This is an optimization exercise on Yosys and OpenROAD, whose aim is small area, not a production implementation. The RTL was checked by simulation tests, not by an equivalence proof against the original design. Power and IR drop assume default switching activity.

==> garnet <==
Design sird_rx, start of the top module:
module sird_rx (
    input  wire        clk,
    input  wire        rst,           
    input  wire        in_valid,
    input  wire [9:0]  in_code,       
    output wire        mk_valid,
    output wire        mk_capt,       
    output wire        mk_ok,
    output wire [7:0]  mk_num,
    output wire        hdr_valid,
    output wire        hdr_ok,
    output wire [1:0]  hdr_mode,
    output wire        hdr_latch,
    output wire [1:0]  hdr_rdiv,
    output wire [9:0]  hdr_mf,
    output wire [7:0]  hdr_quota,
    output wire [7:0]  hdr_cmd_len,
    output wire [7:0]  hdr_cycle,
    output wire        cmd_valid,
    output wire        cmd_ok,
    output wire        body_valid,
    output wire [7:0]  body_data,
    output wire        seg_valid,
    output wire        seg_ok,
    output wire        seg_bad,       
    output wire [7:0]  seg_pos,
    output wire [7:0]  seg_nstat,
    output wire [10:0] seg_len,
    output wire        seg_fmt_ok,    
    output wire [5:0]  seg_nsb,       
    output wire [4:0]  seg_kinds,     
    output wire        pi_valid,
    output wire [4:0]  pi_pos,
    output wire [23:0] pi_sample,
    output wire [7:0]  pi_cnt,
    output wire        trn_valid,
    output wire [5:0]  trn_nseg,
    output wire        trn_abort,
    output wire        trn_trunc,
    output wire        trn_stray,
    output wire        trn_hdr_bad,
    output reg  [15:0] code_errs,
    output reg  [15:0] crc_errs,
    output reg  [15:0] trains_lost
);
    wire       v      = in_valid && !rst;
    wire [9:0] code_r = in_code;
    reg        rd;              
    wire       dat, sot, eot, sos, syn, cap, idl, rd_nx;
    wire [7:0] byte_;           
    sird_dec u_dec (
        .code   (code_r),
        .rd_in  (rd),
        .dat    (dat),
        .data   (byte_),
        .sot    (sot),
        .eot    (eot),
        .sos    (sos),
        .syn    (syn),
        .cap    (cap),
        .idl    (idl),
        .rd_out (rd_nx)
    );
    wire bad    = !(dat || sot || eot || sos || syn || cap || idl);
    wire unit   = dat || bad;               
    wire is_end = sot || eot || idl;
    function [15:0] crc_byte(input [15:0] c, input [7:0] b);
        integer k;
        reg [15:0] r;
        begin
            r = c;
            for (k = 7; k >= 0; k = k - 1) begin
  ...
clock: 10.0 ns
lec_check: 0
cap_margin: 20
core_margin: 2
core_utilization: 60
cts_buf_list: sky130_fd_sc_hd__clkbuf_8
cts_cluster_diameter: 60
slew_margin: 20
standard.sh (not shown) runs the stock make flow with config.mk's settings and CLKGATE_MAP_FILE= SYNTH_SCRIPT=/design/flow/synth_recipe.tcl, a recipe that flattens the netlist after the stock synthesis.
==> flow/flow/run.sh <==
#!/bin/bash
# Own layout flow: the standard layout (standard.sh) with these changes:
#  - synthesis is the standard flow's own synth_recipe.tcl, except that ABC maps the
#    logic with an area-oriented script (flow/area.abc) in place of ORFS's
#    speed script, and adders are left to ABC rather than mapped to half
#    and full adder cells first; the registers are left as the standard
#    synthesis makes them;
#  - each port gets the smallest buffer, buf_1, in place of the default one;
#  - clock tree synthesis clusters the registers in larger groups, each
#    driven by one clkbuf_8.
# make's full output goes to make_finish.log here; ORFS keeps each step's
# log under orfs/logs.
set -euo pipefail
W=$(pwd)
bash standard.sh "SYNTH_SCRIPT=$W/flow/my_synth.tcl" "ADDER_MAP_FILE=" \
    "BUFFER_PORTS_ARGS=-buffer_cell sky130_fd_sc_hd__buf_1" \
    "CTS_ARGS=-sink_clustering_enable -repair_clock_nets -sink_buffer_max_cap_derate 0.3 -sink_clustering_size 12 -sink_clustering_max_diameter 150 -buf_list sky130_fd_sc_hd__clkbuf_8" \
    finish > make_finish.log 2>&1
==> flow/flow/area.abc <==
strash
&get -n
&deepsyn -T 60
&dch
&nf -p -R 1000
&put
==> flow/flow/my_synth.tcl <==
# synth_recipe.tcl, with the main ABC mapping run on flow/area.abc
set my_dir [file dirname [file normalize [info script]]]
proc abc {args} {
  global my_dir
  set i [lsearch -exact $args -script]
  if { $i >= 0 && [string match *abc_speed.script [lindex $args [expr { $i + 1 }]]] } {
    set args [lreplace $args [expr { $i + 1 }] [expr { $i + 1 }] $my_dir/area.abc]
  }
  yosys abc {*}$args
}
source [file join $my_dir .. synth_recipe.tcl]
==> inputs of harbor, as changes to garnet <==
--- a/flow/design.v
+++ b/flow/design.v
@@ -145,15 +145,19 @@
     output wire        trn_stray,
     output wire        trn_hdr_bad,
     output reg  [15:0] code_errs,
     output reg  [15:0] crc_errs,
     output reg  [15:0] trains_lost
 );
-    wire       v      = in_valid && !rst;
-    wire [9:0] code_r = in_code;
+    reg        v;               
+    reg  [9:0] code_r;
     reg        rd;              
+    always @(posedge clk) begin
+        v      <= in_valid && !rst;
+        code_r <= in_code;
+    end
     wire       dat, sot, eot, sos, syn, cap, idl, rd_nx;
     wire [7:0] byte_;           
     sird_dec u_dec (
         .code   (code_r),
         .rd_in  (rd),
         .dat    (dat),
==> flow/flow/run.sh (replaced) <==
#!/bin/bash
# Own layout flow: the standard layout (standard.sh) with these changes:
#  - synthesis is the standard flow's own synth_recipe.tcl, except that ABC maps the
#    logic with an area-oriented script (flow/area.abc) in place of ORFS's
#    speed script, and adders are left to ABC rather than mapped to half
#    and full adder cells first; the registers are left as the standard
#    synthesis makes them;
#  - each port gets the smallest buffer, buf_1, in place of the default one;
#  - clock tree synthesis clusters the registers in larger groups, each
#    driven by one clkbuf_8, and adds no dummy loads to the tree.
# make's full output goes to make_finish.log here; ORFS keeps each step's
# log under orfs/logs.
set -euo pipefail
W=$(pwd)
bash standard.sh "SYNTH_SCRIPT=$W/flow/my_synth.tcl" "ADDER_MAP_FILE=" \
    "BUFFER_PORTS_ARGS=-buffer_cell sky130_fd_sc_hd__buf_1" \
    "CTS_ARGS=-sink_clustering_enable -repair_clock_nets -dont_use_dummy_load -sink_buffer_max_cap_derate 0.3 -sink_clustering_size 12 -sink_clustering_max_diameter 150 -buf_list sky130_fd_sc_hd__clkbuf_8" \
    finish > make_finish.log 2>&1
==> results.tsv <==
stage	metric	value	unit
critical_path	Setup Crit Path Kind	input pin to primary output	
power_and_ir_drop	Psw	0.605	mW
run_status	status	no timing/DRC/antenna violations	
floorplanning	Initial Util	0.618	
floorplanning	Core Rows	43	
critical_path	CP dominant cell by count	o21ai_0	
global_routing	met3 GRT Util	0.0549	
floorplanning	die outline width	124	um
power_and_ir_drop	combinational cell power	0.431	mW
Source of the figures above: garnet

==> results.tsv <==
stage	metric	value	unit
floorplanning	Initial Util	0.620	
critical_path	CP dominant cell by count	a21oi_1	
power_and_ir_drop	combinational cell power	0.180	mW
global_routing	met3 GRT Util	0.0358	
critical_path	Setup Crit Path Kind	flip-flop to primary output	
run_status	status	no timing/DRC/antenna violations	
floorplanning	Core Rows	44	
power_and_ir_drop	Psw	0.394	mW
Source of the figures above: harbor

==> static timing again, ports no longer ideal <==
The flow's constraints put no driver on any port. The routed layouts listed below were extracted and timed again, unchanged, in two steps.
Step 1, drivers: a clkbuf_16 drives clk and a buf_2 each remaining input, both assumed.
Step 2 also shifts input and output timing later by t, the mid clock arrival at the registers, as if the neighbouring blocks saw the same clock.
Three values: ideal, step 1, step 2; two values: the first two.
run	t, ns	setup WS [ns]	worst setup path at the end	clock arrival spread, ns	cell pins on the clock port's net
garnet	0.489	1.130 / 1.104 / 1.104	input to output	0.018 / 0.018	1
harbor	0.532	2.755 / 2.716 / 3.247	register to output	0.034 / 0.033	1
After both steps setup and hold are still met in every run listed. The setup slack of garnet, which loses most, moves by -0.026 ns with the drivers and by -0.026 ns with both steps.
